What follows belongs to an exercise in optimizing a design on an open flow for small area, a short achievable clock period and few clock cycles per item; a production flow would make more cautious choices. Only simulation tests tie the RTL to the original design; equivalence was not proved.

==> design.v <==
module aes_sbox (input wire [7:0] x, output wire [7:0] y);
    wire U0 = x[7], U1 = x[6], U2 = x[5], U3 = x[4], U4 = x[3], U5 = x[2], U6 = x[1], U7 = x[0];
    wire T1, T2, T3, T4, T5, T6, T7, T8, T9, T10, T11, T12, T13, T14, T15, T16;
    wire T17, T18, T19, T20, T21, T22, T23, T24, T25, T26, T27, M1, M2, M3, M4, M5;
    wire M6, M7, M8, M9, M10, M11, M12, M13, M14, M15, M16, M17, M18, M19, M20, M21;
    wire M22, M23, M24, M25, M26, M27, M28, M29, M30, M31, M32, M33, M34, M35, M36, M37;
    wire M38, M39, M40, M41, M42, M43, M44, M45, M46, M47, M48, M49, M50, M51, M52, M53;
    wire M54, M55, M56, M57, M58, M59, M60, M61, M62, M63, L0, L1, L2, L3, L4, L5;
    wire L6, L7, L8, L9, L10, L11, L12, L13, L14, L15, L16, L17, L18, L19, L20, L21;
    wire L22, L23, L24, L25, L26, L27, L28, L29;
    aes_xor2  g0   (.a(U0), .b(U3), .y(T1));
    aes_xor2  g1   (.a(U0), .b(U5), .y(T2));
    aes_xor2  g2   (.a(U0), .b(U6), .y(T3));
    aes_xor2  g3   (.a(U3), .b(U5), .y(T4));
    aes_xor2  g4   (.a(U4), .b(U6), .y(T5));
    aes_xor2  g5   (.a(T1), .b(T5), .y(T6));
    aes_xor2  g6   (.a(U1), .b(U2), .y(T7));
    aes_xor2  g7   (.a(U7), .b(T6), .y(T8));
    aes_xor2  g8   (.a(U7), .b(T7), .y(T9));
    aes_xor2  g9   (.a(T6), .b(T7), .y(T10));
    aes_xor2  g10  (.a(U1), .b(U5), .y(T11));
    aes_xor2  g11  (.a(U2), .b(U5), .y(T12));
    aes_xor2  g12  (.a(T3), .b(T4), .y(T13));
    aes_xor2  g13  (.a(T6), .b(T11), .y(T14));
    aes_xor2  g14  (.a(T5), .b(T11), .y(T15));
    aes_xor2  g15  (.a(T5), .b(T12), .y(T16));
    aes_xor2  g16  (.a(T9), .b(T16), .y(T17));
    aes_xor2  g17  (.a(U3), .b(U7), .y(T18));
    aes_xor2  g18  (.a(T7), .b(T18), .y(T19));
    aes_xor2  g19  (.a(T1), .b(T19), .y(T20));
    aes_xor2  g20  (.a(U6), .b(U7), .y(T21));
    aes_xor2  g21  (.a(T7), .b(T21), .y(T22));
    aes_xor2  g22  (.a(T2), .b(T22), .y(T23));
    aes_xor2  g23  (.a(T2), .b(T10), .y(T24));
    aes_xor2  g24  (.a(T20), .b(T17), .y(T25));
    aes_xor2  g25  (.a(T3), .b(T16), .y(T26));
    aes_xor2  g26  (.a(T1), .b(T12), .y(T27));
    aes_nand2 g27  (.a(T13), .b(T6), .y(M1));
    aes_nand2 g28  (.a(T23), .b(T8), .y(M2));
    aes_xnor2 g29  (.a(T14), .b(M1), .y(M3));
    aes_nand2 g30  (.a(T19), .b(U7), .y(M4));
    aes_xor2  g31  (.a(M4), .b(M1), .y(M5));
    aes_nand2 g32  (.a(T3), .b(T16), .y(M6));
    aes_nand2 g33  (.a(T22), .b(T9), .y(M7));
    aes_xnor2 g34  (.a(T26), .b(M6), .y(M8));
    aes_nand2 g35  (.a(T20), .b(T17), .y(M9));
    aes_xor2  g36  (.a(M9), .b(M6), .y(M10));
    aes_nand2 g37  (.a(T1), .b(T15), .y(M11));
    aes_nand2 g38  (.a(T4), .b(T27), .y(M12));
    aes_xor2  g39  (.a(M12), .b(M11), .y(M13));
    aes_nand2 g40  (.a(T2), .b(T10), .y(M14));
    aes_xor2  g41  (.a(M14), .b(M11), .y(M15));
    aes_xnor2 g42  (.a(M3), .b(M2), .y(M16));
    aes_xor2  g43  (.a(M5), .b(T24), .y(M17));
    aes_xnor2 g44  (.a(M8), .b(M7), .y(M18));
    aes_xor2  g45  (.a(M10), .b(M15), .y(M19));
    aes_xnor2 g46  (.a(M16), .b(M13), .y(M20));
    aes_xnor2 g47  (.a(M17), .b(M15), .y(M21));
    aes_xnor2 g48  (.a(M18), .b(M13), .y(M22));
    aes_xnor2 g49  (.a(M19), .b(T25), .y(M23));
    aes_xor2  g50  (.a(M22), .b(M23), .y(M24));
    aes_nor2  g51  (.a(M22), .b(M20), .y(M25));
    aes_xnor2 g52  (.a(M21), .b(M25), .y(M26));
    aes_xor2  g53  (.a(M20), .b(M21), .y(M27));
    aes_xnor2 g54  (.a(M23), .b(M25), .y(M28));
    aes_nand2 g55  (.a(M28), .b(M27), .y(M29));
    aes_nand2 g56  (.a(M26), .b(M24), .y(M30));
    aes_nor2  g57  (.a(M20), .b(M23), .y(M31));
    aes_nand2 g58  (.a(M27), .b(M31), .y(M32));
    aes_xor2  g59  (.a(M27), .b(M25), .y(M33));
    aes_nor2  g60  (.a(M21), .b(M22), .y(M34));
    aes_nand2 g61  (.a(M24), .b(M34), .y(M35));
    aes_xor2  g62  (.a(M24), .b(M25), .y(M36));
    aes_xor2  g63  (.a(M21), .b(M29), .y(M37));
    aes_xnor2 g64  (.a(M32), .b(M33), .y(M38));
    aes_xor2  g65  (.a(M23), .b(M30), .y(M39));
    aes_xnor2 g66  (.a(M35), .b(M36), .y(M40));
    aes_xor2  g67  (.a(M38), .b(M40), .y(M41));
    aes_xor2  g68  (.a(M37), .b(M39), .y(M42));
    aes_xor2  g69  (.a(M37), .b(M38), .y(M43));
    aes_xor2  g70  (.a(M39), .b(M40), .y(M44));
    aes_xor2  g71  (.a(M42), .b(M41), .y(M45));
    aes_nand2 g72  (.a(M44), .b(T6), .y(M46));
    aes_nand2 g73  (.a(M40), .b(T8), .y(M47));
    aes_nand2 g74  (.a(M39), .b(U7), .y(M48));
    aes_nand2 g75  (.a(M43), .b(T16), .y(M49));
    aes_nand2 g76  (.a(M38), .b(T9), .y(M50));
    aes_nand2 g77  (.a(M37), .b(T17), .y(M51));
    aes_nand2 g78  (.a(M42), .b(T15), .y(M52));
    aes_nand2 g79  (.a(M45), .b(T27), .y(M53));
    aes_nand2 g80  (.a(M41), .b(T10), .y(M54));
    aes_nand2 g81  (.a(M44), .b(T13), .y(M55));
    aes_nand2 g82  (.a(M40), .b(T23), .y(M56));
    aes_nand2 g83  (.a(M39), .b(T19), .y(M57));
    aes_nand2 g84  (.a(M43), .b(T3), .y(M58));
    aes_nand2 g85  (.a(M38), .b(T22), .y(M59));
    aes_nand2 g86  (.a(M37), .b(T20), .y(M60));
    aes_nand2 g87  (.a(M42), .b(T1), .y(M61));
    aes_nand2 g88  (.a(M45), .b(T4), .y(M62));
    aes_nand2 g89  (.a(M41), .b(T2), .y(M63));
    aes_xor2  g90  (.a(M61), .b(M62), .y(L0));
    aes_xor2  g91  (.a(M50), .b(M56), .y(L1));
    aes_xor2  g92  (.a(M46), .b(M48), .y(L2));
    aes_xor2  g93  (.a(M47), .b(M55), .y(L3));
    aes_xor2  g94  (.a(M54), .b(M58), .y(L4));
    aes_xor2  g95  (.a(M49), .b(M61), .y(L5));
    aes_xnor2 g96  (.a(M62), .b(L5), .y(L6));
    aes_xnor2 g97  (.a(M46), .b(L3), .y(L7));
    aes_xor2  g98  (.a(M51), .b(M59), .y(L8));
    aes_xor2  g99  (.a(M52), .b(M53), .y(L9));
    aes_xnor2 g100 (.a(M53), .b(L4), .y(L10));
    aes_xnor2 g101 (.a(M60), .b(L2), .y(L11));
    aes_xor2  g102 (.a(M48), .b(M51), .y(L12));
    aes_xnor2 g103 (.a(M50), .b(L0), .y(L13));
    aes_xor2  g104 (.a(M52), .b(M61), .y(L14));
    aes_xnor2 g105 (.a(M55), .b(L1), .y(L15));
    aes_xnor2 g106 (.a(M56), .b(L0), .y(L16));
    aes_xnor2 g107 (.a(M57), .b(L1), .y(L17));
    aes_xnor2 g108 (.a(M58), .b(L8), .y(L18));
    aes_xnor2 g109 (.a(M63), .b(L4), .y(L19));
    aes_xor2  g110 (.a(L0), .b(L1), .y(L20));
    aes_xor2  g111 (.a(L1), .b(L7), .y(L21));
    aes_xor2  g112 (.a(L3), .b(L12), .y(L22));
    aes_xor2  g113 (.a(L18), .b(L2), .y(L23));
    aes_xor2  g114 (.a(L15), .b(L9), .y(L24));
    aes_xor2  g115 (.a(L6), .b(L10), .y(L25));
    aes_xor2  g116 (.a(L7), .b(L9), .y(L26));
    aes_xor2  g117 (.a(L8), .b(L10), .y(L27));
    aes_xor2  g118 (.a(L11), .b(L14), .y(L28));
    aes_xor2  g119 (.a(L11), .b(L17), .y(L29));
    aes_xor2  g120 (.a(L6), .b(L24), .y(y[7]));
    aes_xnor2 g121 (.a(L16), .b(L26), .y(y[6]));
    aes_xnor2 g122 (.a(L19), .b(L28), .y(y[5]));
    aes_xor2  g123 (.a(L6), .b(L21), .y(y[4]));
    aes_xor2  g124 (.a(L20), .b(L22), .y(y[3]));
    aes_xor2  g125 (.a(L25), .b(L29), .y(y[2]));
    aes_xnor2 g126 (.a(L13), .b(L27), .y(y[1]));
    aes_xnor2 g127 (.a(L6), .b(L23), .y(y[0]));
endmodule
module aes_sbox_ni (input wire [7:0] x, output wire [7:0] y);
    wire U0 = x[7], U1 = x[6], U2 = x[5], U3 = x[4], U4 = x[3], U5 = x[2], U6 = x[1], U7 = x[0];
    wire T1, T2, T3, T4, T5, T6, T7, T8, T9, T10, T11, T12, T13, T14, T15, T16;
    wire T17, T18, T19, T20, T21, T22, T23, T24, T25, T26, T27, M1, M2, M3, M4, M5;
    wire M6, M7, M8, M9, M10, M11, M12, M13, M14, M15, M16, M17, M18, M19, M20, M21;
    wire M22, M23, M24, M25, M26, M27, M28, M29, M30, M31, M32, M33, M34, M35, M36, M37;
    wire M38, M39, M40, M41, M42, M43, M44, M45, M46, M47, M48, M49, M50, M51, M52, M53;
    wire M54, M55, M56, M57, M58, M59, M60, M61, M62, M63, L0, L1, L2, L3, L4, L5;
    wire L6, L7, L8, L9, L10, L11, L12, L13, L14, L15, L16, L17, L18, L19, L20, L21;
    wire L22, L23, L24, L25, L26, L27, L28, L29;
    aes_xor2  g0   (.a(U0), .b(U3), .y(T1));
    aes_xor2  g1   (.a(U0), .b(U5), .y(T2));
    aes_xor2  g2   (.a(U0), .b(U6), .y(T3));
    aes_xor2  g3   (.a(U3), .b(U5), .y(T4));
    aes_xor2  g4   (.a(U4), .b(U6), .y(T5));
    aes_xor2  g5   (.a(T1), .b(T5), .y(T6));
    aes_xor2  g6   (.a(U1), .b(U2), .y(T7));
    aes_xnor2 g7   (.a(U7), .b(T6), .y(T8));
    aes_xnor2 g8   (.a(U7), .b(T7), .y(T9));
    aes_xor2  g9   (.a(T6), .b(T7), .y(T10));
    aes_xor2  g10  (.a(U1), .b(U5), .y(T11));
    aes_xor2  g11  (.a(U2), .b(U5), .y(T12));
    aes_xor2  g12  (.a(T3), .b(T4), .y(T13));
    aes_xor2  g13  (.a(T6), .b(T11), .y(T14));
    aes_xor2  g14  (.a(T5), .b(T11), .y(T15));
    aes_xor2  g15  (.a(T5), .b(T12), .y(T16));
    aes_xor2  g16  (.a(T9), .b(T16), .y(T17));
    aes_xor2  g17  (.a(U3), .b(U7), .y(T18));
    aes_xnor2 g18  (.a(T7), .b(T18), .y(T19));
    aes_xnor2 g19  (.a(T1), .b(T19), .y(T20));
    aes_xor2  g20  (.a(U6), .b(U7), .y(T21));
    aes_xor2  g21  (.a(T7), .b(T21), .y(T22));
    aes_xor2  g22  (.a(T2), .b(T22), .y(T23));
    aes_xor2  g23  (.a(T2), .b(T10), .y(T24));
    aes_xor2  g24  (.a(T20), .b(T17), .y(T25));
    aes_xor2  g25  (.a(T3), .b(T16), .y(T26));
    aes_xor2  g26  (.a(T1), .b(T12), .y(T27));
    aes_nand2 g27  (.a(T13), .b(T6), .y(M1));
    aes_nand2 g28  (.a(T23), .b(T8), .y(M2));
    aes_xnor2 g29  (.a(T14), .b(M1), .y(M3));
    aes_nor2  g30  (.a(T19), .b(U7), .y(M4));
    aes_xnor2 g31  (.a(M4), .b(M1), .y(M5));
    aes_nand2 g32  (.a(T3), .b(T16), .y(M6));
    aes_nand2 g33  (.a(T22), .b(T9), .y(M7));
    aes_xnor2 g34  (.a(T26), .b(M6), .y(M8));
    aes_nand2 g35  (.a(T20), .b(T17), .y(M9));
    aes_xor2  g36  (.a(M9), .b(M6), .y(M10));
    aes_nand2 g37  (.a(T1), .b(T15), .y(M11));
    aes_nand2 g38  (.a(T4), .b(T27), .y(M12));
    aes_xor2  g39  (.a(M12), .b(M11), .y(M13));
    aes_nand2 g40  (.a(T2), .b(T10), .y(M14));
    aes_xor2  g41  (.a(M14), .b(M11), .y(M15));
    aes_xnor2 g42  (.a(M3), .b(M2), .y(M16));
    aes_xor2  g43  (.a(M5), .b(T24), .y(M17));
    aes_xnor2 g44  (.a(M8), .b(M7), .y(M18));
    aes_xor2  g45  (.a(M10), .b(M15), .y(M19));
    aes_xnor2 g46  (.a(M16), .b(M13), .y(M20));
    aes_xnor2 g47  (.a(M17), .b(M15), .y(M21));
    aes_xnor2 g48  (.a(M18), .b(M13), .y(M22));
    aes_xnor2 g49  (.a(M19), .b(T25), .y(M23));
    aes_xor2  g50  (.a(M22), .b(M23), .y(M24));
    aes_nor2  g51  (.a(M22), .b(M20), .y(M25));
    aes_xnor2 g52  (.a(M21), .b(M25), .y(M26));
    aes_xor2  g53  (.a(M20), .b(M21), .y(M27));
    aes_xnor2 g54  (.a(M23), .b(M25), .y(M28));
    aes_nand2 g55  (.a(M28), .b(M27), .y(M29));
    aes_nand2 g56  (.a(M26), .b(M24), .y(M30));
    aes_nor2  g57  (.a(M20), .b(M23), .y(M31));
    aes_nand2 g58  (.a(M27), .b(M31), .y(M32));
    aes_xor2  g59  (.a(M27), .b(M25), .y(M33));
    aes_nor2  g60  (.a(M21), .b(M22), .y(M34));
    aes_nand2 g61  (.a(M24), .b(M34), .y(M35));
    aes_xor2  g62  (.a(M24), .b(M25), .y(M36));
    aes_xor2  g63  (.a(M21), .b(M29), .y(M37));
    aes_xnor2 g64  (.a(M32), .b(M33), .y(M38));
    aes_xnor2 g65  (.a(M23), .b(M30), .y(M39));
    aes_xnor2 g66  (.a(M35), .b(M36), .y(M40));
    aes_xor2  g67  (.a(M38), .b(M40), .y(M41));
    aes_xnor2 g68  (.a(M37), .b(M39), .y(M42));
    aes_xor2  g69  (.a(M37), .b(M38), .y(M43));
    aes_xnor2 g70  (.a(M39), .b(M40), .y(M44));
    aes_xor2  g71  (.a(M42), .b(M41), .y(M45));
    aes_nand2 g72  (.a(M44), .b(T6), .y(M46));
    aes_nand2 g73  (.a(M40), .b(T8), .y(M47));
    aes_nor2  g74  (.a(M39), .b(U7), .y(M48));
    aes_nand2 g75  (.a(M43), .b(T16), .y(M49));
    aes_nand2 g76  (.a(M38), .b(T9), .y(M50));
    aes_nand2 g77  (.a(M37), .b(T17), .y(M51));
    aes_nand2 g78  (.a(M42), .b(T15), .y(M52));
    aes_nand2 g79  (.a(M45), .b(T27), .y(M53));
    aes_nand2 g80  (.a(M41), .b(T10), .y(M54));
    aes_nand2 g81  (.a(M44), .b(T13), .y(M55));
    aes_nand2 g82  (.a(M40), .b(T23), .y(M56));
    aes_nor2  g83  (.a(M39), .b(T19), .y(M57));
    aes_nand2 g84  (.a(M43), .b(T3), .y(M58));
    aes_nand2 g85  (.a(M38), .b(T22), .y(M59));
    aes_nand2 g86  (.a(M37), .b(T20), .y(M60));
    aes_nand2 g87  (.a(M42), .b(T1), .y(M61));
    aes_nand2 g88  (.a(M45), .b(T4), .y(M62));
    aes_nand2 g89  (.a(M41), .b(T2), .y(M63));
    aes_xor2  g90  (.a(M61), .b(M62), .y(L0));
    aes_xor2  g91  (.a(M50), .b(M56), .y(L1));
    aes_xnor2 g92  (.a(M46), .b(M48), .y(L2));
    aes_xor2  g93  (.a(M47), .b(M55), .y(L3));
    aes_xor2  g94  (.a(M54), .b(M58), .y(L4));
    aes_xor2  g95  (.a(M49), .b(M61), .y(L5));
    aes_xnor2 g96  (.a(M62), .b(L5), .y(L6));
    aes_xnor2 g97  (.a(M46), .b(L3), .y(L7));
    aes_xor2  g98  (.a(M51), .b(M59), .y(L8));
    aes_xor2  g99  (.a(M52), .b(M53), .y(L9));
    aes_xnor2 g100 (.a(M53), .b(L4), .y(L10));
    aes_xnor2 g101 (.a(M60), .b(L2), .y(L11));
    aes_xnor2 g102 (.a(M48), .b(M51), .y(L12));
    aes_xnor2 g103 (.a(M50), .b(L0), .y(L13));
    aes_xor2  g104 (.a(M52), .b(M61), .y(L14));
    aes_xnor2 g105 (.a(M55), .b(L1), .y(L15));
    aes_xnor2 g106 (.a(M56), .b(L0), .y(L16));
    aes_xor2  g107 (.a(M57), .b(L1), .y(L17));
    aes_xnor2 g108 (.a(M58), .b(L8), .y(L18));
    aes_xnor2 g109 (.a(M63), .b(L4), .y(L19));
    aes_xor2  g110 (.a(L0), .b(L1), .y(L20));
    aes_xor2  g111 (.a(L1), .b(L7), .y(L21));
    aes_xor2  g112 (.a(L3), .b(L12), .y(L22));
    aes_xor2  g113 (.a(L18), .b(L2), .y(L23));
    aes_xor2  g114 (.a(L15), .b(L9), .y(L24));
    aes_xor2  g115 (.a(L6), .b(L10), .y(L25));
    aes_xor2  g116 (.a(L7), .b(L9), .y(L26));
    aes_xor2  g117 (.a(L8), .b(L10), .y(L27));
    aes_xor2  g118 (.a(L11), .b(L14), .y(L28));
    aes_xor2  g119 (.a(L11), .b(L17), .y(L29));
    aes_xor2  g120 (.a(L6), .b(L24), .y(y[7]));
    aes_xnor2 g121 (.a(L16), .b(L26), .y(y[6]));
    aes_xnor2 g122 (.a(L19), .b(L28), .y(y[5]));
    aes_xor2  g123 (.a(L6), .b(L21), .y(y[4]));
    aes_xor2  g124 (.a(L20), .b(L22), .y(y[3]));
    aes_xor2  g125 (.a(L25), .b(L29), .y(y[2]));
    aes_xnor2 g126 (.a(L13), .b(L27), .y(y[1]));
    aes_xnor2 g127 (.a(L6), .b(L23), .y(y[0]));
endmodule
module aes_xor2_b  (input wire a, input wire b, output wire y); assign y = a ^ b;    endmodule
module aes_xnor2_b (input wire a, input wire b, output wire y); assign y = ~(a ^ b); endmodule
module aes_nand2_b (input wire a, input wire b, output wire y); assign y = ~(a & b); endmodule
module aes_nor2_b  (input wire a, input wire b, output wire y); assign y = ~(a | b); endmodule
module aes_inv_b   (input wire a, output wire y);               assign y = ~a;       endmodule
module aes_o22ai_b (input wire a1, input wire a2, input wire b1, input wire b2, output wire y);
    assign y = ~((a1 | a2) & (b1 | b2));
endmodule
module aes_a22o_b  (input wire a1, input wire a2, input wire b1, input wire b2, output wire y);
    assign y = (a1 & a2) | (b1 & b2);
endmodule
module aes_o21ai_b (input wire a1, input wire a2, input wire b1, output wire y);
    assign y = ~((a1 | a2) & b1);
endmodule
module aes_a222oi_b (input wire sa, input wire a, input wire sb, input wire b, input wire sc, input wire c,
                     output wire y);
    assign y = ~((sa & a) | (sb & b) | (sc & c));
endmodule
module aes_xor2 #(parameter W = 1) (input wire [W-1:0] a, input wire [W-1:0] b, output wire [W-1:0] y);
    genvar i;
    generate for (i = 0; i < W; i = i + 1) begin : g
        aes_xor2_b u (.a(a[i]), .b(b[i]), .y(y[i]));
    end endgenerate
endmodule
module aes_xnor2 #(parameter W = 1) (input wire [W-1:0] a, input wire [W-1:0] b, output wire [W-1:0] y);
    genvar i;
    generate for (i = 0; i < W; i = i + 1) begin : g
        aes_xnor2_b u (.a(a[i]), .b(b[i]), .y(y[i]));
    end endgenerate
endmodule
module aes_nand2 #(parameter W = 1) (input wire [W-1:0] a, input wire [W-1:0] b, output wire [W-1:0] y);
    genvar i;
    generate for (i = 0; i < W; i = i + 1) begin : g
        aes_nand2_b u (.a(a[i]), .b(b[i]), .y(y[i]));
    end endgenerate
endmodule
module aes_nor2 #(parameter W = 1) (input wire [W-1:0] a, input wire [W-1:0] b, output wire [W-1:0] y);
    genvar i;
    generate for (i = 0; i < W; i = i + 1) begin : g
        aes_nor2_b u (.a(a[i]), .b(b[i]), .y(y[i]));
    end endgenerate
endmodule
module aes_inv #(parameter W = 1) (input wire [W-1:0] a, output wire [W-1:0] y);
    genvar i;
    generate for (i = 0; i < W; i = i + 1) begin : g
        aes_inv_b u (.a(a[i]), .y(y[i]));
    end endgenerate
endmodule
module aes_o22ai #(parameter W = 1) (input wire [W-1:0] a, input wire sa, input wire [W-1:0] b, input wire sb,
                                     output wire [W-1:0] y);
    genvar i;
    generate for (i = 0; i < W; i = i + 1) begin : g
        aes_o22ai_b u (.a1(a[i]), .a2(sa), .b1(b[i]), .b2(sb), .y(y[i]));
    end endgenerate
endmodule
module aes_a222oi #(parameter W = 1) (input wire sa, input wire [W-1:0] a, input wire sb, input wire [W-1:0] b,
                                      input wire sc, input wire [W-1:0] c, output wire [W-1:0] y);
    genvar i;
    generate for (i = 0; i < W; i = i + 1) begin : g
        aes_a222oi_b u (.sa(sa), .a(a[i]), .sb(sb), .b(b[i]), .sc(sc), .c(c[i]), .y(y[i]));
    end endgenerate
endmodule
module aes_a22o #(parameter W = 1) (input wire sa, input wire [W-1:0] a, input wire sb, input wire [W-1:0] b,
                                    output wire [W-1:0] y);
    genvar i;
    generate for (i = 0; i < W; i = i + 1) begin : g
        aes_a22o_b u (.a1(sa), .a2(a[i]), .b1(sb), .b2(b[i]), .y(y[i]));
    end endgenerate
endmodule
module aes_o21ai #(parameter W = 1) (input wire s, input wire [W-1:0] a, input wire [W-1:0] b, output wire [W-1:0] y);
    genvar i;
    generate for (i = 0; i < W; i = i + 1) begin : g
        aes_o21ai_b u (.a1(s), .a2(a[i]), .b1(b[i]), .y(y[i]));
    end endgenerate
endmodule
module aes_enc (
    input  wire         clk,
    input  wire         rst,         
    input  wire         start,       
    input  wire [1:0]   key_len,     
    input  wire [255:0] key,         
    input  wire [127:0] din,         
    output wire         ready,       
    output reg          done,        
    output wire [127:0] dout
);
    reg        rdy;          
    reg        rsel, nrsel;  
    reg        xv, xm192, xm256, xr1;
    reg  [2:0] xkc;
    reg  [3:0] xcnt;
    reg  [7:0] xrcon;
    reg        yv, ym192, ym256, ylast;
    reg  [2:0] ykc;
    reg  [3:0] ycnt;
    reg  [7:0] yrcon;
    assign ready = rdy;
    function [2:0] kc_next;
        input [2:0] kc;
        input       m192, m256;
        kc_next = m192 ? ((kc == 3'd4) ? 3'd2 : (kc == 3'd2) ? 3'd0 : 3'd4) :
                  m256 ? (kc ^ 3'd4) : 3'd0;
    endfunction
    wire       kc0_s  = (xkc == 3'd0);
    wire       kc4_s  = (xkc == 3'd4);
    wire       p0_s   = kc0_s || (xm256 && kc4_s && !xr1);   
    wire       p2_s   = xm192 && kc4_s;                      
    wire       ik01_s = xr1 && (xm256 || xm192);             
    wire       ik23_s = xr1 && xm256;                        
    wire [2:0] nkc_s  = kc_next(xkc, xm192, xm256);          
    reg kc0, p2, rotw;
    reg sa01, sb01, sa23, sb23, sc;      
    reg c0, c1, c2, c3;                  
    reg m01, m23;                        
    reg sna, snb, snc;                   
    always @(posedge clk) begin
        kc0  <= kc0_s;
        p2   <= p2_s;
        rotw <= kc0_s || p2_s;
        sa01 <= xm256 || ik01_s;
        sb01 <= xm192 && !ik01_s;
        sa23 <= xm256;
        sb23 <= xm192;
        sc   <= !xm192 && !xm256;
        c0   <= !(p0_s || ik01_s);
        c1   <= !ik01_s;
        c2   <= !(p2_s || ik23_s);
        c3   <= !ik23_s;
        m01  <= p0_s;
        m23  <= p0_s || p2_s;
        sna  <= (nkc_s == 3'd0);
        snb  <= xm256 && (nkc_s == 3'd4);
        snc  <= xm192 && (nkc_s == 3'd4);
    end
    reg  [255:0] kw, km;
    reg  [31:0]  sin, sw;
    wire [31:0]  K [0:7];
    genvar k;
    generate
        for (k = 0; k < 8; k = k + 1) begin : g_k
            assign K[k] = km[255 - 32*k -: 32];
        end
    endgenerate
    wire [31:0] sw_d;
    aes_sbox u_ks0 (.x(sin[31:24]), .y(sw_d[31:24]));
    aes_sbox u_ks1 (.x(sin[23:16]), .y(sw_d[23:16]));
    aes_sbox u_ks2 (.x(sin[15:8]),  .y(sw_d[15:8]));
    aes_sbox u_ks3 (.x(sin[7:0]),   .y(sw_d[7:0]));
    wire [31:0] wold_n [0:3];
    aes_a222oi #(32) u_wo0 (.sa(sa01), .a(K[0]), .sb(sb01), .b(K[2]), .sc(sc), .c(K[4]), .y(wold_n[0]));
    aes_a222oi #(32) u_wo1 (.sa(sa01), .a(K[1]), .sb(sb01), .b(K[3]), .sc(sc), .c(K[5]), .y(wold_n[1]));
    aes_a222oi #(32) u_wo2 (.sa(sa23), .a(K[2]), .sb(sb23), .b(K[4]), .sc(sc), .c(K[6]), .y(wold_n[2]));
    aes_a222oi #(32) u_wo3 (.sa(sa23), .a(K[3]), .sb(sb23), .b(K[5]), .sc(sc), .c(K[7]), .y(wold_n[3]));
    wire [7:0] r0n = ~({8{kc0}} & yrcon);
    wire [7:0] r2n = ~({8{p2}} & yrcon);
    wire [31:0] A [0:3];
    wire [31:0] t0, t1, t2, t3;
    wire [7:0]  q0, q2;
    aes_nand2 #(32) u_t0  (.a({32{c0}}), .b(K[7]), .y(t0));
    aes_nand2 #(8)  u_q0  (.a(t0[31:24]), .b(r0n), .y(q0));
    aes_xnor2 #(8)  u_a0h (.a(wold_n[0][31:24]), .b(q0), .y(A[0][31:24]));
    aes_xor2  #(24) u_a0l (.a(wold_n[0][23:0]), .b(t0[23:0]), .y(A[0][23:0]));
    aes_nand2 #(32) u_t1  (.a({32{c1}}), .b(A[0]), .y(t1));
    aes_xor2  #(32) u_a1  (.a(wold_n[1]), .b(t1), .y(A[1]));
    aes_nand2 #(32) u_t2  (.a({32{c2}}), .b(A[1]), .y(t2));
    aes_nand2 #(8)  u_q2  (.a(t2[31:24]), .b(r2n), .y(q2));
    aes_xnor2 #(8)  u_a2h (.a(wold_n[2][31:24]), .b(q2), .y(A[2][31:24]));
    aes_xor2  #(24) u_a2l (.a(wold_n[2][23:0]), .b(t2[23:0]), .y(A[2][23:0]));
    aes_nand2 #(32) u_t3  (.a({32{c3}}), .b(A[2]), .y(t3));
    aes_xor2  #(32) u_a3  (.a(wold_n[3]), .b(t3), .y(A[3]));
    wire [31:0] g0, g2;
    wire [127:0] nw_n;
    aes_nand2 #(32) u_g0 (.a({32{m01}}), .b(sw), .y(g0));
    aes_nand2 #(32) u_g2 (.a({32{m23}}), .b(sw), .y(g2));
    aes_xor2  #(32) u_n0 (.a(A[0]), .b(g0), .y(nw_n[127:96]));
    aes_xor2  #(32) u_n1 (.a(A[1]), .b(g0), .y(nw_n[95:64]));
    aes_xor2  #(32) u_n2 (.a(A[2]), .b(g2), .y(nw_n[63:32]));
    aes_xor2  #(32) u_n3 (.a(A[3]), .b(g2), .y(nw_n[31:0]));
    wire [255:0] kw_d;
    wire [127:0] kh_n;
    aes_a22o  #(128) u_kwh (.sa(rsel), .a(key[127:0]), .sb(nrsel), .b(km[127:0]), .y(kw_d[255:128]));
    aes_nand2 #(128) u_khn (.a({128{rsel}}), .b(key[255:128]), .y(kh_n));
    aes_o21ai #(128) u_kwl (.s(rsel), .a(nw_n), .b(kh_n), .y(kw_d[127:0]));
    wire [31:0] k67, x237_n, nsin;
    aes_xor2  #(32) u_k67  (.a(K[6]), .b(K[7]), .y(k67));
    aes_xor2  #(32) u_x237 (.a(k67), .b(nw_n[31:0]), .y(x237_n));
    aes_a222oi #(32) u_nsin (.sa(sna), .a({nw_n[23:0], nw_n[31:24]}), .sb(snb), .b(nw_n[31:0]),
                             .sc(snc), .c({x237_n[23:0], x237_n[31:24]}), .y(nsin));
    wire [31:0] sin0 = (key_len == 2'd1) ? {key[87:64], key[95:88]} : {key[151:128], key[159:152]};
    wire [31:0] sin_d = rsel ? sin0 : nsin;
    reg  [127:0] xs_n, y;
    wire [127:0] y_d;
    genvar n;
    generate
        for (n = 0; n < 16; n = n + 1) begin : g_sb
            aes_sbox_ni u_sb (.x(xs_n[127 - 8*n -: 8]), .y(y_d[127 - 8*n -: 8]));
        end
    endgenerate
    wire [7:0] sr [0:15];
    generate
        for (n = 0; n < 16; n = n + 1) begin : g_sr
            assign sr[n] = y[127 - 8*(((n / 4 + n % 4) % 4) * 4 + n % 4) -: 8];
        end
    endgenerate
    wire [127:0] mc, srw;
    generate
        for (n = 0; n < 4; n = n + 1) begin : g_mc
            wire [31:0] s = {sr[4*n], sr[4*n + 1], sr[4*n + 2], sr[4*n + 3]};
            wire [31:0] u;           
            wire [31:0] w;           
            wire [11:0] h;           
            aes_xor2 #(32) u_u (.a(s), .b({s[23:0], s[31:24]}), .y(u));
            aes_xor2 #(32) u_w (.a({s[23:0], s[31:24]}), .b({u[15:0], u[31:16]}), .y(w));
            genvar i;
            for (i = 0; i < 4; i = i + 1) begin : g_i
                wire [7:0] ui = u[31 - 8*i -: 8];
                aes_xor2 #(3) u_h (.a({ui[0], ui[2], ui[3]}), .b({3{ui[7]}}), .y(h[3*i +: 3]));
                aes_xor2 #(8) u_m (.a(w[31 - 8*i -: 8]),
                                   .b({ui[6:4], h[3*i], h[3*i + 1], ui[1], h[3*i + 2], ui[7]}),
                                   .y(mc[127 - 32*n - 8*i -: 8]));
            end
            assign srw[127 - 32*n -: 32] = s;
        end
    endgenerate
    wire [127:0] xmc, dk, xs_d;
    aes_xnor2 #(128) u_xmc (.a(mc), .b(nw_n), .y(xmc));
    aes_xor2  #(128) u_dk  (.a(din), .b(key[255:128]), .y(dk));
    aes_o22ai #(128) u_xs  (.a(dk), .sa(nrsel), .b(xmc), .sb(rsel), .y(xs_d));
    reg  [127:0] dout_r;
    wire [127:0] dout_d;
    aes_xnor2 #(128) u_fin (.a(srw), .b(nw_n), .y(dout_d));
    assign dout = dout_r;
    always @(posedge clk) begin
        xs_n   <= xs_d;
        y      <= y_d;
        kw     <= kw_d;
        km     <= kw;
        sin    <= sin_d;
        sw     <= sw_d;
        dout_r <= dout_d;
    end
    wire       load    = start && rdy;
    wire       xv_d    = !rst && (load || (yv && !ylast));
    wire [3:0] xcnt_d  = rdy ? ((key_len == 2'd0) ? 4'd10 : (key_len == 2'd1) ? 4'd12 : 4'd14) :
                         ycnt - 4'd1;
    wire       rdy_d   = rst || ((!xv || xcnt == 4'd1) && (!xv_d || xcnt_d <= 4'd10));
    always @(posedge clk) begin
        xv    <= xv_d;
        xcnt  <= xcnt_d;
        if (rdy) begin
            xm192 <= (key_len == 2'd1);
            xm256 <= (key_len == 2'd2);
            xkc   <= (key_len == 2'd0) ? 3'd0 : 3'd4;
            xrcon <= 8'h01;
            xr1   <= 1'b1;
        end else begin
            xm192 <= ym192;
            xm256 <= ym256;
            xkc   <= kc_next(ykc, ym192, ym256);
            xrcon <= rotw ? ({yrcon[6:0], 1'b0} ^ (yrcon[7] ? 8'h1b : 8'h00)) : yrcon;
            xr1   <= 1'b0;
        end
        yv    <= !rst && xv;
        ym192 <= xm192;
        ym256 <= xm256;
        ykc   <= xkc;
        ycnt  <= xcnt;
        yrcon <= xrcon;
        ylast <= (xcnt == 4'd1);
        rdy   <= rdy_d;
        rsel  <= rdy_d;
        nrsel <= !rdy_d;
        done  <= !rst && yv && ylast;
    end
endmodule
==> flow/run.sh <==
#!/bin/bash
# Layout flow: the standard flow (standard.sh, unchanged synthesis), with
# plain buf_1 cells as the port buffers instead of the flow's default choice,
# a clock tree of clkbuf_8 cells without dummy loads, and timing repair asked
# for a setup margin (the SDC is unchanged).
set -euo pipefail
bash standard.sh "BUFFER_PORTS_ARGS=-buffer_cell sky130_fd_sc_hd__buf_1" "SETUP_SLACK_MARGIN=10" \
  "CTS_ARGS=-sink_clustering_enable -repair_clock_nets -dont_use_dummy_load -buf_list sky130_fd_sc_hd__clkbuf_8" \
  finish > make_finish.log 2>&1
==> standard.sh <==
#!/bin/bash
# synth_recipe.tcl (not shown) runs the flow's synth.tcl, then flattens the netlist and writes it again
# the make line also repeats each setting of config.mk as NAME=value (left out here)
make -C /OpenROAD-flow-scripts/flow DESIGN_CONFIG=/design/flow/config.mk WORK_HOME=/design/flow/orfs CLKGATE_MAP_FILE= SYNTH_SCRIPT=/design/flow/synth_recipe.tcl "${@:-finish}"
==> config.mk <==
export PLATFORM = sky130hd
export DESIGN_NAME = aes_enc
export DESIGN_NICKNAME = aes_enc
export VERILOG_FILES = /design/flow/design.v
export SDC_FILE = /design/flow/constraint.sdc
export NUM_CORES = 8
export LEC_CHECK = 0
export CAP_MARGIN = 20
export CORE_MARGIN = 2
export CORE_UTILIZATION = 45
export PLACE_DENSITY = 0.6
export SLEW_MARGIN = 20
export SYNTH_HIERARCHICAL = 1
==> constraint.sdc <==
create_clock -name core_clock -period 15.0 [get_ports {clk}]
set_input_delay 3.0000 -clock core_clock [delete_from_list [all_inputs] [get_ports {clk}]]
set_output_delay 3.0000 -clock core_clock [all_outputs]
set_load 0.01 [all_outputs]
==> flow_metrics.tcl, run 1 <==
set metrics [dict create \
    outcome "timing/DRC/antenna clean" \
    die_area_sq_um 127000 \
    slew_violations 0 \
    drc 0 \
    drt_iter0_markers 4842 \
    antenna_left 0 \
    final_cell_mix "xor2_1, dfxtp_1, nand2_1, xnor2_1, buf_1" \
    ioPinCount 519 \
    first_pass_iters 9 \
    clock-sinks 1016 \
    routedWlPerCell_um 26.9 \
    r2r-start "sc" \
    h-tree-depth 4 \
    post-cts-setup-buffers 0 \
    setup_viol 0 \
    min_from "kw[232]" \
    seq_area_frac_synth_pct 36.3 \
    syn_area_per_cell_sq_um 9.66 \
    cts_buffer_depth 3 \
    skew_ps 73.5 \
    crit_required_ps 15710 \
    min_period_ps 4950 \
    grt_pass1_vias 43426 \
    drive_above_1_share_pct 5.90 \
    grt_max_degree 156 \
    nets 6922 \
    finalCritPeriodShare_pct 33.0 \
    grt_antenna_before_repair 10 \
    reg2reg_to "sin[1]" \
    reg2reg_depth 16 \
    clkSlewWorstSetupHoldPaths_ps 60 \
    gp_congestion 0.980 \
    root_buffer "clkbuf_8" \
    slew_headroom_pct 14.6 \
    end_kind "flip-flop" \
    rows 129 \
    grt_pass1_wl_um 305000 \
    start_util_pct 45.4 \
    cap_viol_max_count 0 \
    die_y_um 357 \
    die_x_um 357 \
    yosysUniqueCellTypes 39 \
    layout_setup_ws_ps 10050 \
    area_delta_synth_final_pct 14.0 \
    tns_ps 0 \
    hold_depth 0 \
    clock_latency_ps 900 \
    cts_buffers 176 \
    min_path_type "flip-flop to flip-flop" \
    vias 44138 \
    r2r_slack_ps 10050 \
    final_common_cell "xor2_1" \
    synth-seq-cells 1016 \
    grt_usage_pct 33.4 \
    critPathKind "flip-flop to flip-flop" \
    rsz0062_at_grt "false" \
    core_area_sq_um 124000 \
    mappedNetlistArea_sq_um 56100 \
    crit_fanout 60 \
    fmax_mhz 202 \
    place_hpwl_um 174000 \
    cts_tree "yes" \
    dp_slack_ps 9890 \
    synth_edf_count 0 \
    port_buffers 518 \
    synth_ff_type "dfxtp_1" \
    cp-start-kind "flip-flop" \
    tightest_slew_ps 1280 \
    arrival_ps 5670 \
    syn_nets 6194 \
    ys.warnings.count 7 \
    hold_buffers 0 \
    viasPerCell 5.40 \
    hold_violations 0 \
    async_reset_ff_share_pct 0 \
    synth_cells 5804 \
    grt_overflow_total 0 \
    hold-path-endpoint "km[232]" \
    wl_um 220000 \
]
[kinds of logic after synthesis]
logic type               count (synthesis)  synth area share [%]
flip-flops                            1016                  36.3
buffers and inverters                   24                 0.288
AO/OA/AOI/OAI                          596                  7.97
XOR/XNOR                              3022                  47.2
AND/OR/NAND/NOR                       1105                  7.53
multiplexers                            40                 0.716
adder cells (fa/ha/maj)                  1                0.0223
[final cells by class]
type	count	area, sq um
antenna	6	15.0
sequential	1016	20400
inverter	5	18.8
multi-input combinational	4764	36700
timing repair buffer	569	2360
clock buffer	176	2420
fill	11811	59700
tap	1637	2050
[sequential cells by signal, indices dropped and copies added (netlist names), 4 cells and up]
| name | cells |
|---|---|
| dout_r | 128 |
| kw | 256 |
| yrcon | 8 |
| xrcon | 8 |
| sw | 32 |
| km | 256 |
| ycnt | 4 |
| xcnt | 4 |
| y | 128 |
| sin | 32 |
| xs_n | 128 |
[modules after synthesis, one instance, submodules excluded, a selection]
module / flops+latches / copies in the design
aes_a222oi_b: 0 / 160
aes_xnor2_b: 0 / 936
aes_enc: 1016 / 1
aes_o21ai_b: 0 / 128
aes_a22o_b: 0 / 128
aes_nand2_b: 0 / 908
aes_o22ai_b: 0 / 128
aes_xor2_b: 0 / 2080
aes_nor2_b: 0 / 108
[worst max-delay path by stage]
stage / startpoint / end / slack, ps / depth (start not counted)
3_3_place_gp: sa01 / sin[30] / 9880 / 14
4_1_cts: xs_n[116] / y[114] / 9960 / 16
5_1_grt: xs_n[111] / y[106] / 9930 / 16
6_report: sc / sin[1] / 10050 / 16
3_5_place_dp: sa01 / sin[30] / 9890 / 14
2_1_floorplan: rsel / ready / 9170 / 0
[worst max-delay path, cell delays in order, from the launching register on]
cell      delay, ps
dfxtp_4         440
buf_4           600
buf_6           530
a222oi_1        250
xnor2_1         270
nand2_1         100
xor2_1          200
nand2_1          90
nand2_1          80
xnor2_1         240
nand2_1         100
xor2_1          280
xor2_2          540
xor2_1          190
a222oi_1        350
nor2_1           80
a21oi_1         370
[per-stage QoR]
stage                     hold WS, ps  utilization, %  std cells  area [sq um]
final                             300            51.7       8173         63900
after global routing              307            51.7       8169         63900
after CTS                         303            50.9       8167         62900
after detailed placement          312            48.8       7991         60400
after global placement            310            48.8       7990         60300
after floorplan                   310               -       5804         56100
[metal layers]
| layer | part of all wire (%) | routed length (um) | global-route usage, % | up-vias |
|---|---|---|---|---|
| li1 | - | - | - | 20290 |
| met1 | 42 | 92700 | 44.9 | 21321 |
| met2 | 44 | 96900 | 51.4 | 2155 |
| met3 | 8.7 | 19000 | 6.58 | 368 |
| met4 | 5.1 | 11100 | 15.8 | 4 |
| met5 | 0.011 | 25 | 0 | - |
[cell usage after synthesis (4+ instances only)]
master,instances,area (sq um)
mux2i_1,39,390
o21ai_1,128,641
buf_12,4,80.1
nand2_1,929,3490
inv_1,5,18.8
o22ai_1,129,807
nor2_1,156,586
nor2b_1,8,50.1
dfxtp_1,1016,20300
a222oi_1,160,1600
a21oi_1,35,175
a22o_1,128,1120
clkbuf_1,8,30.0
xor2_1,2081,18200
xnor2_1,941,8240
buf_2,5,25.0
[repair_timing]
action,CTS,global route
gates cloned,0,0
gates resized for setup,11,133
setup endpoints to repair,16,173
endpoints found under the hold margin,0,0
Testbench counts, summed over its fixed seeds: cycles 28,456, blocks 2,400.
==> run 2, diff against run 1 <==
--- a/config.mk
+++ b/config.mk
@@ -9,4 +9,4 @@
 export CORE_MARGIN = 2
-export CORE_UTILIZATION = 45
-export PLACE_DENSITY = 0.6
+export CORE_UTILIZATION = 55
+export PLACE_DENSITY = 0.68
 export SLEW_MARGIN = 20
==> run 2 against run 1 <==
Effect of this change: via count is 0.42% higher; final area is 0.71% lower; largest cell class unchanged; flip-flop and latch count stayed put; count of clock-buffer cells in the layout is 7 lower; die area is 18% lower; register-to-register slack hardly changed; sequential share of layout area is 0.22 points higher; clock skew is 20 ps higher; maximum frequency is 0.29% lower.
==> flow_metrics.tcl, run 2 <==
set metrics [dict create \
    nets 6924 \
    final_area_sq_um 63500 \
    min_period_ps 4970 \
    setup_viol 0 \
    placed_cell_area_sq_um 60100 \
    multi_input_area_sq_um 36600 \
    synth-seq-cells 1016 \
    drt_iter0_markers 5030 \
    root_buffer "clkbuf_8" \
    synth_edf_count 0 \
    grt_antenna_before_repair 11 \
    clkSlewWorstSetupHoldPaths_ps 60 \
    arrival_ps 5670 \
    clock_latency_ps 860 \
    finalCritPeriodShare_pct 33.1 \
    grt_usage_pct 38.7 \
    hold_buffers 0 \
    grt_max_degree 80 \
    skew_ps 93.8 \
    die_x_um 323 \
    yosysUniqueCellTypes 39 \
    grt_overflow_total 0 \
    clock-sinks 1016 \
    area_delta_synth_final_pct 13.2 \
    synth_cells 5804 \
    cts_tree "yes" \
    h-tree-depth 4 \
    die_area_sq_um 105000 \
    synth_common_cells "xor2_1, dfxtp_1, xnor2_1" \
    cp-start-kind "flip-flop" \
    outcome "timing/DRC/antenna clean" \
    path_cells "buf_4, a222oi_1, xor2_1, nand2_1, xor2_1, nand2_1, xor2_1, nand2_1, xor2_1, xor2_2, xor2_1, a222oi_1, nor2_1, a21oi_1" \
    crit_path_max_incr_delay_ps 820 \
    grt_pass1_wl_um 290000 \
    end_kind "flip-flop" \
    fmax_mhz 201 \
    final_common_cell "xor2_1" \
    yosys.cell_count.top_type "xor2_1" \
    grt_pass1_vias 42561 \
    vias 44325 \
    tns_ps 0 \
    syn_nets 6194 \
    cts_buffers 169 \
    fillers 8914 \
    place_hpwl_um 165000 \
    viasPerCell 5.61 \
    slew_violations 0 \
    gp_congestion 1.00 \
    cts_buffer_depth 3 \
    core_area_sq_um 101000 \
    rows 117 \
    seq_area_frac_synth_pct 36.3 \
    netlist_top_cells_area "dfxtp_1, xor2_1, xnor2_1, nand2_1, a222oi_1" \
    wl_um 209000 \
    yosysTopAreaCellShare_pct 36.3 \
    hold_violations 0 \
    critPathSlowestCell "dfxtp_2" \
    final_cell_mix "xor2_1, dfxtp_1, nand2_1, xnor2_1, buf_1" \
    synth_top_area_cell "dfxtp_1" \
    rsz0062_at_grt "false" \
    mappedNetlistArea_sq_um 56100 \
    final_core_util_pct 62.6 \
    reg_top3 "km x256, kw x256" \
    ioPinCount 519 \
    tightest_slew_ps 1310 \
    ys.warnings.count 7 \
    min_path_type "flip-flop to flip-flop" \
    port_buffers 518 \
    slew_headroom_pct 12.1 \
    critPathKind "flip-flop to flip-flop" \
    drc 0 \
    routedWlPerCell_um 26.4 \
    first_pass_iters 10 \
    start_util_pct 55.3 \
    synth_ff_type "dfxtp_1" \
    syn_area_per_cell_sq_um 9.66 \
    crit_fanout 40 \
    drive_above_1_share_pct 5.86 \
    antenna_left 0 \
    crit_required_ps 15700 \
    cap_viol_max_count 0 \
    die_y_um 323 \
    critPathMostFrequentCell "xor2_1" \
    area.sequential_sq_um 20400 \
    async_reset_ff_share_pct 0 \
]
## run 2: cell counts after synthesis
Identical to the previous run, type by type.
## run 2: per-layer routing
metal | up-vias | share of wire, % | GRT usage, %
li1 | 20286 | - | -
met1 | 21226 | 41 | 51.4
met2 | 2361 | 44 | 59.8
met3 | 446 | 9.0 | 7.38
met4 | 6 | 5.9 | 20.2
met5 | - | 0.018 | 0
## run 2: path summary, 6_finish.rpt
kind / startpoint / to / slack (ps) / cells after the start
setup / recovery: sb01 / sin[28] / 10030 / 14
hold / removal: kw[204] / km[204] / 250 / 0
setup reg to reg: sb01 / sin[28] / 10030 / 14
hold reg to reg: kw[204] / km[204] / 250 / 0
## run 2: timing repair
action | CTS | global route
gates resized for setup | 8 | 131
endpoints found under the setup margin | 11 | 165
endpoints found under the hold margin | 0 | 0
buffers inserted | 1 | 0
## run 2: through the flow
stage          instances  setup slack [ps]  hold WS (ps)
3_5_place_dp        7730              9960           312
3_3_place_gp        7730              9930           310
4_1_cts             7900             10000           263
6_report            7903             10030           250
2_1_floorplan       5804              9170           310
5_1_grt             7901              9940           269
## run 2: modules after synthesis, one instance, submodules excluded, a selection
module,flip-flops and latches,copies in the design,cell area (sq um),cells
aes_a222oi_b,0,160,10.0,1
aes_a22o_b,0,128,8.76,1
aes_enc,1016,1,21700,1228
aes_nand2_b,0,908,3.75,1
aes_nor2_b,0,108,3.75,1
aes_o21ai_b,0,128,5.00,1
aes_o22ai_b,0,128,6.26,1
aes_xnor2_b,0,936,8.76,1
aes_xor2_b,0,2080,8.76,1
## run 2: critical path: cells and delay by family (launching register included)
family	cells	cell delay (ps)
and+or+nand+nor	4	370
AOI/OAI and AO/OA	3	970
xor gates and xnor gates	6	1860
buffers and inverters	1	760
DFF	1	820
## run 2: kinds of logic after synthesis
family / share of synthesized area (%)
AND/OR/NAND/NOR: 7.53
AO/OA/AOI/OAI: 7.97
flip-flops: 36.3
buffers and inverters: 0.288
XOR/XNOR: 47.2
adder cells (fa/ha/maj): 0.0223
multiplexers: 0.716
## run 2: layout make-up
type                       instances  share of cell area [%]
multi-input combinational       4764                    57.7
sequential                      1016                    32.1
timing repair buffer             578                    3.79
clock buffer                     169                    3.66
tap                             1368                    2.70
inverter                           5                  0.0296
antenna                            3                  0.0118
==> run 3, diff against run 2 <==
--- a/flow/run.sh
+++ b/flow/run.sh
@@ -6,3 +6,3 @@
 set -euo pipefail
-bash standard.sh "BUFFER_PORTS_ARGS=-buffer_cell sky130_fd_sc_hd__buf_1" "SETUP_SLACK_MARGIN=10" \
+bash standard.sh "BUFFER_PORTS_ARGS=-buffer_cell sky130_fd_sc_hd__buf_1" "SETUP_SLACK_MARGIN=8" \
   "CTS_ARGS=-sink_clustering_enable -repair_clock_nets -dont_use_dummy_load -buf_list sky130_fd_sc_hd__clkbuf_8" \
--- a/config.mk
+++ b/config.mk
@@ -9,4 +9,4 @@
 export CORE_MARGIN = 2
-export CORE_UTILIZATION = 55
-export PLACE_DENSITY = 0.68
+export CORE_UTILIZATION = 45
+export PLACE_DENSITY = 0.6
 export SLEW_MARGIN = 20
==> run 3 against run 2 <==
Effect of this change: first-iteration DRC count up 0.28%; final area down 0.98%; count of clock-buffer cells in the layout up 2; still clean on timing, DRC and antenna; maximum frequency down 4.3%; setup slack worse by 220 ps; hold slack better by 45 ps; global-route usage down 5.8 points; routed wire length up 3.5%.
==> flow_metrics.tcl, run 3 <==
set metrics [dict create \
    crit_fanout 5 \
    ioPinCount 519 \
    gp_congestion 0.994 \
    routedWlPerCell_um 26.4 \
    syn_area_per_cell_sq_um 9.66 \
    hold_buffers 0 \
    cts_buffers 171 \
    clock_latency_ps 910 \
    core_area_sq_um 124000 \
    area_delta_synth_final_pct 12.1 \
    finalCritPeriodShare_pct 34.6 \
    wl_um 216000 \
    mappedNetlistArea_sq_um 56100 \
    critPathMostFrequentCell "xor2_1" \
    first_pass_iters 10 \
    antenna_left 0 \
    async_reset_ff_share_pct 0 \
    crit_required_ps 15770 \
    hold_violations 0 \
    min_period_ps 5190 \
    drive_above_1_share_pct 3.78 \
    drt_iter0_markers 5044 \
    r2r_slack_ps 9810 \
    min_path_type "flip-flop to flip-flop" \
    grt_antenna_before_repair 8 \
    critPathSlowestCell "xor2_1" \
    synth_edf_count 0 \
    setup_viol 0 \
    post-cts-setup-buffers 0 \
    start_util_pct 45.4 \
    final_cell_mix "xor2_1, dfxtp_1, xnor2_1, nand2_1, buf_1" \
    ys.warnings.count 7 \
    critPathKind "flip-flop to flip-flop" \
    dp_cells 7992 \
    die_x_um 357 \
    cp-start-kind "flip-flop" \
    end_kind "flip-flop" \
    grt_max_degree 156 \
    tns_ps 0 \
    path_cells "xor2_1, xor2_1, xor2_1, nand2_1, xor2_1, xor2_1, xnor2_1, xor2_1, xor2_1, xnor2_1, xor2_1, xor2_1, nand2_1, xnor2_1, xor2_1, xor2_1" \
    outcome "timing/DRC/antenna clean" \
    synth-seq-cells 1016 \
    layout_setup_ws_ps 9810 \
    yosysTopAreaCellShare_pct 36.3 \
    netlist_top_cells_area "dfxtp_1, xor2_1, xnor2_1, nand2_1, a222oi_1" \
    die_y_um 357 \
    yosys.cell_count.top_type "xor2_1" \
    nets 6918 \
    h-tree-depth 4 \
    skew_ps 82.8 \
    grt_overflow_total 0 \
    grt_pass1_vias 43172 \
    rows 129 \
    vias 43850 \
    yosysUniqueCellTypes 39 \
    final_area_sq_um 62800 \
    crit_path_max_incr_delay_ps 500 \
    synth_ff_type "dfxtp_1" \
    clock-sinks 1016 \
    dp_slack_ps 9890 \
    grt_pass1_wl_um 301000 \
    grt_usage_pct 33.0 \
    root_buffer "clkbuf_8" \
    placed_cell_area_sq_um 60400 \
    slew_headroom_pct 10.8 \
    cap_viol_max_count 0 \
    fmax_mhz 193 \
    syn_nets 6194 \
    cts_buffer_depth 3 \
    clkSlewWorstSetupHoldPaths_ps 60 \
    reg_top3 "km x256, kw x256" \
    seq_area_frac_synth_pct 36.3 \
    fin_cells 8177 \
    rsz0062_at_grt "false" \
    port_buffers 518 \
    drc 0 \
    slew_violations 0 \
    cts_tree "yes" \
    ctsResizeCount 0 \
    synth_common_cells "xor2_1, dfxtp_1, xnor2_1" \
    tightest_slew_ps 1330 \
    arrival_ps 5960 \
    die_area_sq_um 127000 \
    viasPerCell 5.36 \
    synth_cells 5804 \
    synth_top_area_cell "dfxtp_1" \
    place_hpwl_um 172000 \
    final_common_cell "xor2_1" \
]
## run 3: cell families after synthesis
kind of cell	Yosys count	synth area share (%)
XOR/XNOR	3022	47.2
AND/OR/NAND/NOR	1105	7.53
flip-flops	1016	36.3
AO/OA/AOI/OAI	596	7.97
buffers and inverters	24	0.288
adder cells (fa/ha/maj)	1	0.0223
multiplexers	40	0.716
## run 3: worst paths after layout
path | cells after the start | to | start
worst max-delay path | 16 | y[98] | xs_n[97]
worst max register to register | 16 | y[98] | xs_n[97]
worst min-delay path | 0 | km[91] | kw[91]
worst min register to register | 0 | km[91] | kw[91]
## run 3: Yosys stat by module, one instance, submodules excluded, excerpt
module	area (sq um)	flops+latches	cells
aes_o21ai_b	5.00	0	1
aes_a222oi_b	10.0	0	1
aes_nand2_b	3.75	0	1
aes_enc	21700	1016	1228
aes_a22o_b	8.76	0	1
aes_xor2_b	8.76	0	1
aes_xnor2_b	8.76	0	1
aes_o22ai_b	6.26	0	1
aes_nor2_b	3.75	0	1
## run 3: layout make-up
cell class	instances	area [sq um]
Antenna cell	14	35.0
Tap cell	1637	2050
Sequential cell	1016	20400
Timing Repair Buffer	570	2370
Fill cell	11884	60800
Clock buffer	171	2350
Multi-Input combinational cell	4764	35700
Inverter	5	18.8
## run 3: metrics by stage
step                util [%]  hold WS (ps)
detailed placement      48.9           312
global placement        48.8           310
finish                  50.8           295
CTS                     50.8           297
global route            50.8           298
floorplan                  -           310
## run 3: routing by layer
metal	GRT usage, %	vias up	share of wire [%]
met5	0	-	0.0046
met4	17.1	2	5.6
met3	5.98	381	7.8
met2	50.5	1980	44
met1	44.3	21140	43
li1	-	20347	-
## run 3: critical path, delay by kind of cell, from the launching register on
kind	cells	cell delay, ps
flip-flops	1	460
XOR/XNOR	14	4400
AND/OR/NAND/NOR	2	250
==> run 4, diff against run 3 <==
--- a/flow/run.sh
+++ b/flow/run.sh
@@ -6,3 +6,3 @@
 set -euo pipefail
-bash standard.sh "BUFFER_PORTS_ARGS=-buffer_cell sky130_fd_sc_hd__buf_1" "SETUP_SLACK_MARGIN=8" \
+bash standard.sh "BUFFER_PORTS_ARGS=-buffer_cell sky130_fd_sc_hd__buf_1" "SETUP_SLACK_MARGIN=11" \
   "CTS_ARGS=-sink_clustering_enable -repair_clock_nets -dont_use_dummy_load -buf_list sky130_fd_sc_hd__clkbuf_8" \
==> run 4 against run 3 <==
Effect of this change: routed wire length increased by 13%; clock skew increased by 13 ps; first-iteration DRC count increased by 15%; global-route usage increased by 1.6 points; critical path type is now flip-flop to output port; highest routed layer unchanged.
==> flow_metrics.tcl, run 4 <==
set metrics [dict create \
    yosysTopAreaCellShare_pct 36.3 \
    wl_um 244000 \
    synth_cells 5804 \
    cts_tree "yes" \
    cts_buffers 169 \
    skew_ps 95.9 \
    path_delay_family "flip-flops" \
    async_reset_ff_share_pct 0 \
    clkSlewWorstSetupHoldPaths_ps 60 \
    grt_pass1_vias 45782 \
    grt_pass1_wl_um 316000 \
    grt_usage_pct 34.6 \
    seq_area_frac_synth_pct 36.3 \
    ys.warnings.count 7 \
    cts_buffer_depth 3 \
    die_area_sq_um 127000 \
    fillers 9291 \
    hold_buffers 0 \
    cp-start-kind "flip-flop" \
    gp_congestion 0.994 \
    placed_cell_area_sq_um 61100 \
    grt_antenna_before_repair 17 \
    clock-sinks 1016 \
    area_delta_synth_final_pct 47.3 \
    slew_headroom_pct 11.3 \
    clock_latency_ps 920 \
    cap_viol_max_count 0 \
    core_area_sq_um 124000 \
    final_cell_mix "xor2_1, dfxtp_1, nand2_1, xnor2_1, buf_4" \
    rsz0062_at_grt "true" \
    dp_slack_ps 9870 \
    routedWlPerCell_um 27.9 \
    root_buffer "clkbuf_8" \
    setup_viol 0 \
    drt_iter0_markers 5800 \
    finalCritPeriodShare_pct 29.4 \
    start_util_pct 45.4 \
    netlist_top_cells_area "dfxtp_1, xor2_1, xnor2_1, nand2_1, a222oi_1" \
    min_path_type "flip-flop to flip-flop" \
    min_period_ps 4410 \
    outcome "timing/DRC/antenna clean" \
    synth_top_area_cell "dfxtp_1" \
    final_area_sq_um 82600 \
    crit_required_ps 12000 \
    path_cells "buf_6" \
    nets 7489 \
    syn_nets 6194 \
    tightest_slew_ps 1330 \
    grt_overflow_total 0 \
    port_buffers 518 \
    tns_ps 0 \
    viasPerCell 5.53 \
    mappedNetlistArea_sq_um 56100 \
    rows 129 \
    crit_path_max_incr_delay_ps 360 \
    slew_violations 0 \
    die_y_um 357 \
    place_hpwl_um 174000 \
    synth_ff_type "dfxtp_1" \
    h-tree-depth 4 \
    synth_edf_count 0 \
    synth-seq-cells 1016 \
    drc 0 \
    final_common_cell "xor2_1" \
    layout_setup_ws_ps 10590 \
    yosys.cell_count.top_type "xor2_1" \
    crit_fanout 1 \
    grt_max_degree 141 \
    critPathKind "flip-flop to output port" \
    reg_top3 "km x256, kw x256" \
    yosysUniqueCellTypes 39 \
    critPathSlowestCell "dfxtp_4" \
    synth_common_cells "xor2_1, dfxtp_1, xnor2_1" \
    ioPinCount 519 \
    hold_violations 0 \
    first_pass_iters 13 \
    drive_above_1_share_pct 35.5 \
    die_x_um 357 \
    critPathBufInv 1 \
    syn_area_per_cell_sq_um 9.66 \
    end_kind "output port" \
    antenna_left 0 \
    fmax_mhz 227 \
    holdWs_ps 294 \
    arrival_ps 1410 \
    vias 48321 \
]
## run 4: cell counts after synthesis
No cell type changed its count.
## run 4: per-module statistics from Yosys, one instance, submodules excluded, excerpt
module,flops+latches,cell area [sq um],cells inside,times used
aes_o21ai_b,0,5.00,1,128
aes_o22ai_b,0,6.26,1,128
aes_xor2_b,0,8.76,1,2080
aes_xnor2_b,0,8.76,1,936
aes_enc,1016,21700,1228,1
aes_nor2_b,0,3.75,1,108
aes_a22o_b,0,8.76,1,128
aes_nand2_b,0,3.75,1,908
aes_a222oi_b,0,10.0,1,160
## run 4: layer usage
| layer | global-route usage [%] | part of all wire, % | vias up |
|---|---|---|---|
| met4 | 19.8 | 6.6 | 6 |
| li1 | - | - | 20931 |
| met5 | 0 | 0.017 | - |
| met2 | 53.4 | 46 | 2690 |
| met3 | 6.56 | 9.1 | 631 |
| met1 | 45.4 | 38 | 24063 |
## run 4: area by class of cell
| type | instances | area (sq um) | area share, % |
|---|---|---|---|
| Antenna cell | 8 | 20.0 | 0.0242 |
| Clock buffer | 169 | 2330 | 2.82 |
| Inverter | 5 | 18.8 | 0.0227 |
| Multi-Input combinational cell | 4764 | 49300 | 59.7 |
| Sequential cell | 1016 | 20900 | 25.3 |
| Tap cell | 1637 | 2050 | 2.48 |
| Timing Repair Buffer | 1143 | 8010 | 9.69 |
## run 4: cells by family after synthesis
| group | after synthesis | synth area share (%) |
|---|---|---|
| xor+xnor | 3022 | 47.2 |
| simple gates | 1105 | 7.53 |
| flops | 1016 | 36.3 |
| compound gates | 596 | 7.97 |
| mux | 40 | 0.716 |
| buf+inv | 24 | 0.288 |
| fa+ha+maj | 1 | 0.0223 |
## run 4: per-stage QoR
step	instances	util (%)
2_1_floorplan	5804	-
3_3_place_gp	7992	49.4
3_5_place_dp	7992	49.4
6_report	8742	66.8
4_1_cts	8383	57.8
5_1_grt	8738	66.8
## run 4: what timing repair did
item                                     CTS  global route
buffers inserted                         222           351
resized for setup                       1077          1237
endpoints found under the setup margin   389           325
pin swaps                                324           644
## run 4: final timing paths
check	from	end	slack (ps)	cells past startpoint
min	kw[152]	km[152]	290	0
max reg2reg	xs_n[75]	y[74]	10600	17
max	dout_r[75]	dout[75]	10590	1
min reg2reg	kw[152]	km[152]	290	0

## port drivers added, routing unchanged
The results above use ideal ports. As a check the final layouts listed here were re-extracted and re-timed, cells and wires unchanged. Step 1 assumes that a clkbuf_16 drives the clock port and a buf_2 every other input. Step 2 moves the port delays by t, midway between the first and last clock arrival at a register: inputs arrive t later, outputs are due t later. That takes back most of the time a late clock gives input paths. Three values: no drivers, after step 1, after step 2; two values: the first two.
run | shift t [ns] | slack for setup (ns) | slew at the worst register clock pin (ns) | worst data-port slew with drivers (ns) | pins driven straight from the clock port
run 1 | 0.946 | 10.045 / 10.045 / 9.876 | 0.06 / 0.06 | 0.11 | 1
run 2 | 0.889 | 10.031 / 10.031 / 10.031 | 0.07 / 0.07 | 0.11 | 1
run 3 | 0.950 | 9.809 / 9.809 / 9.809 | 0.07 / 0.07 | 0.07 | 1
run 4 | 0.942 | 10.591 / 10.524 / 10.212 | 0.08 / 0.08 | 0.17 | 1
After both steps every run listed still meets setup and hold. For run 4, which loses most, drivers alone change the setup slack by -0.067 ns; drivers and shift together by -0.379 ns.
